Source: an optimization exercise on an open RTL-to-GDS flow (aim: small area, a short achievable clock period and few clock cycles per item). Production flows keep margins and buffers that such runs may drop.
At most, simulation tests tie the RTL to the original design; equivalence was not proved.

==> inputs of run a <==
==> flow/design.v <==
module img_sha256 (
    input  wire         clk,
    input  wire         rst,         
    input  wire         in_valid,
    output wire         in_ready,
    input  wire [31:0]  in_data,
    input  wire         in_last,
    output reg          out_valid,
    output wire [255:0] out_digest
);
    localparam [1:0] C_IDLE = 2'd0,    
                     C_RND  = 2'd1,    
                     C_ADD  = 2'd2;    
    function [31:0] rotr(input [31:0] x, input integer n);
        rotr = (x >> n) | (x << (32 - n));
    endfunction
    function [31:0] bsig0(input [31:0] x);
        bsig0 = rotr(x, 2) ^ rotr(x, 13) ^ rotr(x, 22);
    endfunction
    function [31:0] bsig1(input [31:0] x);
        bsig1 = rotr(x, 6) ^ rotr(x, 11) ^ rotr(x, 25);
    endfunction
    function [31:0] ssig0(input [31:0] x);
        ssig0 = rotr(x, 7) ^ rotr(x, 18) ^ (x >> 3);
    endfunction
    function [31:0] ssig1(input [31:0] x);
        ssig1 = rotr(x, 17) ^ rotr(x, 19) ^ (x >> 10);
    endfunction
    function [31:0] iv(input [2:0] k);
        case (k)
            3'd0: iv = 32'h6a09e667; 3'd1: iv = 32'hbb67ae85;
            3'd2: iv = 32'h3c6ef372; 3'd3: iv = 32'ha54ff53a;
            3'd4: iv = 32'h510e527f; 3'd5: iv = 32'h9b05688c;
            3'd6: iv = 32'h1f83d9ab; default: iv = 32'h5be0cd19;
        endcase
    endfunction
    reg [5:0]  kc;           
    reg [31:0] k_t;          
    always @(*) begin
        case (kc)
            6'd0:  k_t = 32'h428a2f98; 6'd1:  k_t = 32'h71374491;
            6'd2:  k_t = 32'hb5c0fbcf; 6'd3:  k_t = 32'he9b5dba5;
            6'd4:  k_t = 32'h3956c25b; 6'd5:  k_t = 32'h59f111f1;
            6'd6:  k_t = 32'h923f82a4; 6'd7:  k_t = 32'hab1c5ed5;
            6'd8:  k_t = 32'hd807aa98; 6'd9:  k_t = 32'h12835b01;
            6'd10: k_t = 32'h243185be; 6'd11: k_t = 32'h550c7dc3;
            6'd12: k_t = 32'h72be5d74; 6'd13: k_t = 32'h80deb1fe;
            6'd14: k_t = 32'h9bdc06a7; 6'd15: k_t = 32'hc19bf174;
            6'd16: k_t = 32'he49b69c1; 6'd17: k_t = 32'hefbe4786;
            6'd18: k_t = 32'h0fc19dc6; 6'd19: k_t = 32'h240ca1cc;
            6'd20: k_t = 32'h2de92c6f; 6'd21: k_t = 32'h4a7484aa;
            6'd22: k_t = 32'h5cb0a9dc; 6'd23: k_t = 32'h76f988da;
            6'd24: k_t = 32'h983e5152; 6'd25: k_t = 32'ha831c66d;
            6'd26: k_t = 32'hb00327c8; 6'd27: k_t = 32'hbf597fc7;
            6'd28: k_t = 32'hc6e00bf3; 6'd29: k_t = 32'hd5a79147;
            6'd30: k_t = 32'h06ca6351; 6'd31: k_t = 32'h14292967;
            6'd32: k_t = 32'h27b70a85; 6'd33: k_t = 32'h2e1b2138;
            6'd34: k_t = 32'h4d2c6dfc; 6'd35: k_t = 32'h53380d13;
            6'd36: k_t = 32'h650a7354; 6'd37: k_t = 32'h766a0abb;
            6'd38: k_t = 32'h81c2c92e; 6'd39: k_t = 32'h92722c85;
            6'd40: k_t = 32'ha2bfe8a1; 6'd41: k_t = 32'ha81a664b;
            6'd42: k_t = 32'hc24b8b70; 6'd43: k_t = 32'hc76c51a3;
            6'd44: k_t = 32'hd192e819; 6'd45: k_t = 32'hd6990624;
            6'd46: k_t = 32'hf40e3585; 6'd47: k_t = 32'h106aa070;
            6'd48: k_t = 32'h19a4c116; 6'd49: k_t = 32'h1e376c08;
            6'd50: k_t = 32'h2748774c; 6'd51: k_t = 32'h34b0bcb5;
            6'd52: k_t = 32'h391c0cb3; 6'd53: k_t = 32'h4ed8aa4a;
            6'd54: k_t = 32'h5b9cca4f; 6'd55: k_t = 32'h682e6ff3;
            6'd56: k_t = 32'h748f82ee; 6'd57: k_t = 32'h78a5636f;
            6'd58: k_t = 32'h84c87814; 6'd59: k_t = 32'h8cc70208;
            6'd60: k_t = 32'h90befffa; 6'd61: k_t = 32'ha4506ceb;
            6'd62: k_t = 32'hbef9a3f7; default: k_t = 32'hc67178f2;
        endcase
    end
    reg [3:0]  t;            
    wire [1:0] ph = t[1:0];  
    reg [1:0]  cm;           
    reg        cur_first;    
    reg        cur_last;     
    reg        quiet;        
    reg [31:0] w [0:15];     
    reg [4:0]  nbc;          
    reg [3:0]  base;         
    reg        pad;          
    reg        mk_done;      
    reg        len_here;     
    reg        fill_first;   
    reg        fill_last;    
    reg [20:0] nwords;       
    reg [31:0] a, b, c, d, e, f, g, h;
    reg [31:0] H0, H1, H2, H3, H4, H5, H6, H7;
    reg [31:0] P;            
    integer i;
    wire start = nbc[4] && (t == base) && (cm != C_RND);
    wire wact  = start || ((cm == C_RND) && (kc != 6'd0));   
    wire sched = wact && !(kc[5] && kc[4]);                   
    wire first_ok = (t[1:0] == 2'd3) && !(wact && !(kc[3] || kc[2]));
    wire room  = !sched && !nbc[4] &&
                 ((nbc == 5'd0) ? first_ok : (t == base + nbc[3:0]));
    assign in_ready = room && !pad;
    wire take    = in_valid && in_ready;
    wire padpush = room && pad;
    wire push_in = take || padpush;
    reg [31:0] pad_word;
    always @(*) begin
        if (!mk_done)
            pad_word = 32'h80000000;
        else if (len_here && nbc[3:0] == 4'd15)
            pad_word = {6'd0, nwords, 5'd0};
        else
            pad_word = 32'd0;
    end
    wire [31:0] in_word = pad ? pad_word : in_data;
    wire [31:0] wnext   = ssig1(w[14]) + w[9] + ssig0(w[1]) + w[0];
    wire [31:0] ch  = (e & f) ^ (~e & g);
    wire [31:0] maj = (a & b) ^ (a & c) ^ (b & c);
    wire [31:0] s1  = bsig1(e);
    wire [31:0] s0  = bsig0(a);
    wire [31:0] t1s = s1 ^ ch ^ P;
    wire [31:0] t1c = {((s1[30:0] & ch[30:0]) | (s1[30:0] & P[30:0]) | (ch[30:0] & P[30:0])), 1'b0};
    wire [31:0] es  = t1s ^ t1c ^ d;
    wire [31:0] ec  = {((t1s[30:0] & t1c[30:0]) | (t1s[30:0] & d[30:0]) | (t1c[30:0] & d[30:0])), 1'b0};
    wire [31:0] us  = t1s ^ s0 ^ maj;
    wire [31:0] uc  = {((t1s[30:0] & s0[30:0]) | (t1s[30:0] & maj[30:0]) | (s0[30:0] & maj[30:0])), 1'b0};
    wire [31:0] as_ = us ^ uc ^ t1c;
    wire [31:0] ac  = {((us[30:0] & uc[30:0]) | (us[30:0] & t1c[30:0]) | (uc[30:0] & t1c[30:0])), 1'b0};
    wire [31:0] a_rnd = as_ + ac;
    wire [31:0] e_rnd = es + ec;
    wire [31:0] iv_a = iv({1'b0, ~ph});      
    wire [31:0] iv_e = iv({1'b1, ~ph});      
    wire [31:0] ya   = cur_first ? iv_a : H3;
    wire [31:0] ye   = cur_first ? iv_e : H7;
    wire [31:0] sa   = ya + d;
    wire [31:0] se   = ye + h;
    always @(posedge clk) begin
        b <= a; c <= b; d <= c;
        f <= e; g <= f; h <= g;
        H1 <= H0; H2 <= H1; H3 <= H2;
        H5 <= H4; H6 <= H5; H7 <= H6;
        P <= g + k_t + w[0];
        case (cm)
            C_RND: begin
                a <= a_rnd;
                e <= e_rnd;
                H0 <= H3;
                H4 <= H7;
            end
            C_ADD: begin
                a <= cur_last ? iv_a : sa;
                e <= cur_last ? iv_e : se;
                H0 <= sa;
                H4 <= se;
            end
            default: begin
                a <= d;
                e <= h;
                H0 <= H3;
                H4 <= H7;
            end
        endcase
        for (i = 0; i < 15; i = i + 1)
            w[i] <= w[i + 1];
        w[15] <= sched ? wnext : push_in ? in_word : w[0];
        if (rst) begin
            t          <= 4'd0;
            base       <= 4'd0;
            cm         <= C_ADD;
            cur_first  <= 1'b1;
            cur_last   <= 1'b1;
            quiet      <= 1'b1;
            kc         <= 6'd0;
            nbc        <= 5'd0;
            pad        <= 1'b0;
            mk_done    <= 1'b0;
            len_here   <= 1'b0;
            fill_first <= 1'b1;
            fill_last  <= 1'b0;
            nwords     <= 21'd0;
            out_valid  <= 1'b0;
        end else begin
            t <= t + 4'd1;
            out_valid <= (cm == C_ADD) && (ph == 2'd3) && cur_last && !quiet;
            if (wact)
                kc <= kc + 6'd1;
            case (cm)
                C_RND: if (kc == 6'd0) cm <= C_ADD;
                C_ADD: if (ph == 2'd3) cm <= start ? C_RND : C_IDLE;
                default: if (start) cm <= C_RND;
            endcase
            if (start) begin
                quiet      <= 1'b0;
                cur_first  <= fill_first;
                cur_last   <= fill_last;
                fill_first <= fill_last;
                fill_last  <= 1'b0;
                nbc        <= 5'd0;
            end else if (push_in) begin
                nbc <= nbc + 5'd1;
                if (nbc == 5'd0)
                    base <= t;
            end
            if (take) begin
                nwords <= nwords + 21'd1;
                if (in_last)
                    pad <= 1'b1;
            end
            if (padpush) begin
                mk_done <= 1'b1;
                if (mk_done && nbc[3:0] == 4'd14)
                    len_here <= 1'b1;
                if (len_here && nbc[3:0] == 4'd15) begin
                    pad       <= 1'b0;
                    mk_done   <= 1'b0;
                    len_here  <= 1'b0;
                    fill_last <= 1'b1;
                    nwords    <= 21'd0;
                end
            end
        end
    end
    assign out_digest = {H0, H1, H2, H3, H4, H5, H6, H7};
endmodule
==> flow/run.sh <==
#!/bin/bash
# synth_recipe.tcl (not shown) runs the flow's synth.tcl, then flattens the netlist and writes it again
# the make line also repeats each setting of config.mk as NAME=value (left out here)
make -C /OpenROAD-flow-scripts/flow DESIGN_CONFIG=/design/flow/config.mk WORK_HOME=/design/flow/orfs CLKGATE_MAP_FILE= SYNTH_SCRIPT=/design/flow/synth_recipe.tcl finish
==> flow/config.mk <==
export PLATFORM = sky130hd
export DESIGN_NAME = img_sha256
export DESIGN_NICKNAME = img_sha256
export VERILOG_FILES = /design/flow/design.v
export SDC_FILE = /design/flow/constraint.sdc
export NUM_CORES = 4
export LEC_CHECK = 0
export CAP_MARGIN = 20
export CORE_MARGIN = 2
export CORE_UTILIZATION = 40
export PLACE_DENSITY = 0.6
export SETUP_SLACK_MARGIN = 5
export SLEW_MARGIN = 20
==> flow/constraint.sdc <==
create_clock -name core_clock -period 10.0 [get_ports {clk}]
set_input_delay 2.0000 -clock core_clock [delete_from_list [all_inputs] [get_ports {clk}]]
set_output_delay 2.0000 -clock core_clock [all_outputs]
set_load 0.01 [all_outputs]
==> run b: changes against run a <==
--- a/flow/design.v
+++ b/flow/design.v
@@ -74,4 +74,3 @@
     end
-    reg [3:0]  t;            
-    wire [1:0] ph = t[1:0];  
+    reg [1:0]  ph;           
     reg [1:0]  cm;           
@@ -81,4 +80,4 @@
     reg [31:0] w [0:15];     
+    reg [15:0] v;            
     reg [4:0]  nbc;          
-    reg [3:0]  base;         
     reg        pad;          
@@ -93,8 +92,6 @@
     integer i;
-    wire start = nbc[4] && (t == base) && (cm != C_RND);
+    wire start = (ph == 2'd3) && (cm != C_RND) && nbc[4];
     wire wact  = start || ((cm == C_RND) && (kc != 6'd0));   
     wire sched = wact && !(kc[5] && kc[4]);                   
-    wire first_ok = (t[1:0] == 2'd3) && !(wact && !(kc[3] || kc[2]));
-    wire room  = !sched && !nbc[4] &&
-                 ((nbc == 5'd0) ? first_ok : (t == base + nbc[3:0]));
+    wire room  = wact ? (kc[5] && kc[4]) : (!v[15] && !nbc[4]);
     assign in_ready = room && !pad;
@@ -114,2 +111,8 @@
     wire [31:0] wnext   = ssig1(w[14]) + w[9] + ssig0(w[1]) + w[0];
+    reg [15:0] mv;
+    always @(*) begin
+        mv[0] = wact || !v[0];
+        for (i = 1; i < 16; i = i + 1)
+            mv[i] = mv[i - 1] || !v[i];
+    end
     wire [31:0] ch  = (e & f) ^ (~e & g);
@@ -118,12 +121,4 @@
     wire [31:0] s0  = bsig0(a);
-    wire [31:0] t1s = s1 ^ ch ^ P;
-    wire [31:0] t1c = {((s1[30:0] & ch[30:0]) | (s1[30:0] & P[30:0]) | (ch[30:0] & P[30:0])), 1'b0};
-    wire [31:0] es  = t1s ^ t1c ^ d;
-    wire [31:0] ec  = {((t1s[30:0] & t1c[30:0]) | (t1s[30:0] & d[30:0]) | (t1c[30:0] & d[30:0])), 1'b0};
-    wire [31:0] us  = t1s ^ s0 ^ maj;
-    wire [31:0] uc  = {((t1s[30:0] & s0[30:0]) | (t1s[30:0] & maj[30:0]) | (s0[30:0] & maj[30:0])), 1'b0};
-    wire [31:0] as_ = us ^ uc ^ t1c;
-    wire [31:0] ac  = {((us[30:0] & uc[30:0]) | (us[30:0] & t1c[30:0]) | (uc[30:0] & t1c[30:0])), 1'b0};
-    wire [31:0] a_rnd = as_ + ac;
-    wire [31:0] e_rnd = es + ec;
+    wire [31:0] a_rnd = s1 + ch + P + s0 + maj;
+    wire [31:0] e_rnd = s1 + ch + P + d;
     wire [31:0] iv_a = iv({1'b0, ~ph});      
@@ -161,7 +156,6 @@
         for (i = 0; i < 15; i = i + 1)
-            w[i] <= w[i + 1];
-        w[15] <= sched ? wnext : push_in ? in_word : w[0];
+            if (mv[i]) w[i] <= w[i + 1];
+        if (mv[15]) w[15] <= sched ? wnext : in_word;
         if (rst) begin
-            t          <= 4'd0;
-            base       <= 4'd0;
+            ph         <= 2'd0;
             cm         <= C_ADD;
@@ -171,2 +165,3 @@
             kc         <= 6'd0;
+            v          <= 16'd0;
             nbc        <= 5'd0;
@@ -180,3 +175,3 @@
         end else begin
-            t <= t + 4'd1;
+            ph <= ph + 2'd1;
             out_valid <= (cm == C_ADD) && (ph == 2'd3) && cur_last && !quiet;
@@ -184,2 +179,5 @@
                 kc <= kc + 6'd1;
+            for (i = 0; i < 15; i = i + 1)
+                if (mv[i]) v[i] <= v[i + 1];
+            if (mv[15]) v[15] <= sched || push_in;
             case (cm)
@@ -198,4 +196,2 @@
                 nbc <= nbc + 5'd1;
-                if (nbc == 5'd0)
-                    base <= t;
             end
Settings changed: SETUP_SLACK_MARGIN 5 to not set.
==> run c: changes against run a <==
--- a/flow/design.v
+++ b/flow/design.v
@@ -74,4 +74,3 @@
     end
-    reg [3:0]  t;            
-    wire [1:0] ph = t[1:0];  
+    reg [1:0]  ph;           
     reg [1:0]  cm;           
@@ -81,4 +80,4 @@
     reg [31:0] w [0:15];     
+    reg [15:0] v;            
     reg [4:0]  nbc;          
-    reg [3:0]  base;         
     reg        pad;          
@@ -93,8 +92,6 @@
     integer i;
-    wire start = nbc[4] && (t == base) && (cm != C_RND);
+    wire start = (ph == 2'd3) && (cm != C_RND) && nbc[4];
     wire wact  = start || ((cm == C_RND) && (kc != 6'd0));   
     wire sched = wact && !(kc[5] && kc[4]);                   
-    wire first_ok = (t[1:0] == 2'd3) && !(wact && !(kc[3] || kc[2]));
-    wire room  = !sched && !nbc[4] &&
-                 ((nbc == 5'd0) ? first_ok : (t == base + nbc[3:0]));
+    wire room  = wact ? (kc[5] && kc[4]) : (!v[15] && !nbc[4]);
     assign in_ready = room && !pad;
@@ -114,2 +111,8 @@
     wire [31:0] wnext   = ssig1(w[14]) + w[9] + ssig0(w[1]) + w[0];
+    reg [15:0] mv;
+    always @(*) begin
+        mv[0] = wact || !v[0];
+        for (i = 1; i < 16; i = i + 1)
+            mv[i] = mv[i - 1] || !v[i];
+    end
     wire [31:0] ch  = (e & f) ^ (~e & g);
@@ -161,7 +164,6 @@
         for (i = 0; i < 15; i = i + 1)
-            w[i] <= w[i + 1];
-        w[15] <= sched ? wnext : push_in ? in_word : w[0];
+            if (mv[i]) w[i] <= w[i + 1];
+        if (mv[15]) w[15] <= sched ? wnext : in_word;
         if (rst) begin
-            t          <= 4'd0;
-            base       <= 4'd0;
+            ph         <= 2'd0;
             cm         <= C_ADD;
@@ -171,2 +173,3 @@
             kc         <= 6'd0;
+            v          <= 16'd0;
             nbc        <= 5'd0;
@@ -180,3 +183,3 @@
         end else begin
-            t <= t + 4'd1;
+            ph <= ph + 2'd1;
             out_valid <= (cm == C_ADD) && (ph == 2'd3) && cur_last && !quiet;
@@ -184,2 +187,5 @@
                 kc <= kc + 6'd1;
+            for (i = 0; i < 15; i = i + 1)
+                if (mv[i]) v[i] <= v[i + 1];
+            if (mv[15]) v[15] <= sched || push_in;
             case (cm)
@@ -198,4 +204,2 @@
                 nbc <= nbc + 5'd1;
-                if (nbc == 5'd0)
-                    base <= t;
             end
==> results.txt <==
Overall die width: run b 366 um; run c 368 um; run a 349 um
Via count of the first global-routing pass: run b 34600; run c 36300; run a 34400
Met3 track demand over resource: run b 3.40%; run c 4.43%; run a 4.19%
Design area: run b 61200 sq um; run c 62800 sq um; run a 56800 sq um
Worst hold slack across all endpoints: run b 313 ps; run c 301 ps; run a 275 ps
Number of resized instances in the post-cts repair step: run b 0; run c 63; run a 61
Gr usage total: run b 23.6%; run c 25.8%; run a 26.5%
Worst-skew pair later-pin latency: run b 780 ps; run c 780 ps; run a 760 ps
Sequential share of cell area: run b 45.9%; run c 44.8%; run a 40.3%
Buffer and inverter count on the worst path: run b 0; run c 1; run a 2
First-pass GRT wire length: run b 235000 um; run c 254000 um; run a 236000 um
Area of the placeable core: run b 130000 sq um; run c 131000 sq um; run a 118000 sq um
Total die area: run b 134000 sq um; run c 135000 sq um; run a 122000 sq um
Starting utilization of the core area: run b 40.4%; run c 40.3%; run a 40.4%
Total CTS buffers: run b 117; run c 117; run a 116
Bufs w/o clock: run b 336; run c 382; run a 354
Run status: run b finished clean; run c finished clean; run a finished clean
Largest clock skew in the final design: run b 80.4 ps; run c 54.0 ps; run a 63.6 ps
Testbench counts of run a, summed over its fixed seeds: cycles 64,020, words 14,230.
The RTL of run b and run c was laid out without a check of its function.

[re-timing with driven ports]
In the flow no input, the clock included, has a driving cell. The finished layouts below were timed again as built, in two steps.
Step 1 sets driving cells, clkbuf_16 on the clock port and buf_2 on the other inputs (assumed; they add their load-dependent delay and slew).
Step 2 moves the port delays by t, midway between the first and last clock arrival at a register: inputs arrive t later, outputs are due t later. That takes back most of the time a late clock gives input paths.
Three values: ideal, step 1, step 2; two values: the first two.
run	t, ns	slack for setup (ns)	worst setup path at the end	worst register clock-pin slew, ns	pins driven straight from the clock port
run a	0.809	5.058 / 5.058 / 4.429	input to register	0.07 / 0.07	1
run b	0.819	2.976 / 2.976 / 2.976	register to register	0.08 / 0.08	1
run c	0.828	5.052 / 5.052 / 4.540	input to register	0.07 / 0.07	1
After both steps every run listed still meets setup and hold. The setup slack of run a, which loses most, moves by 0.000 ns with the drivers and by -0.629 ns with both steps.
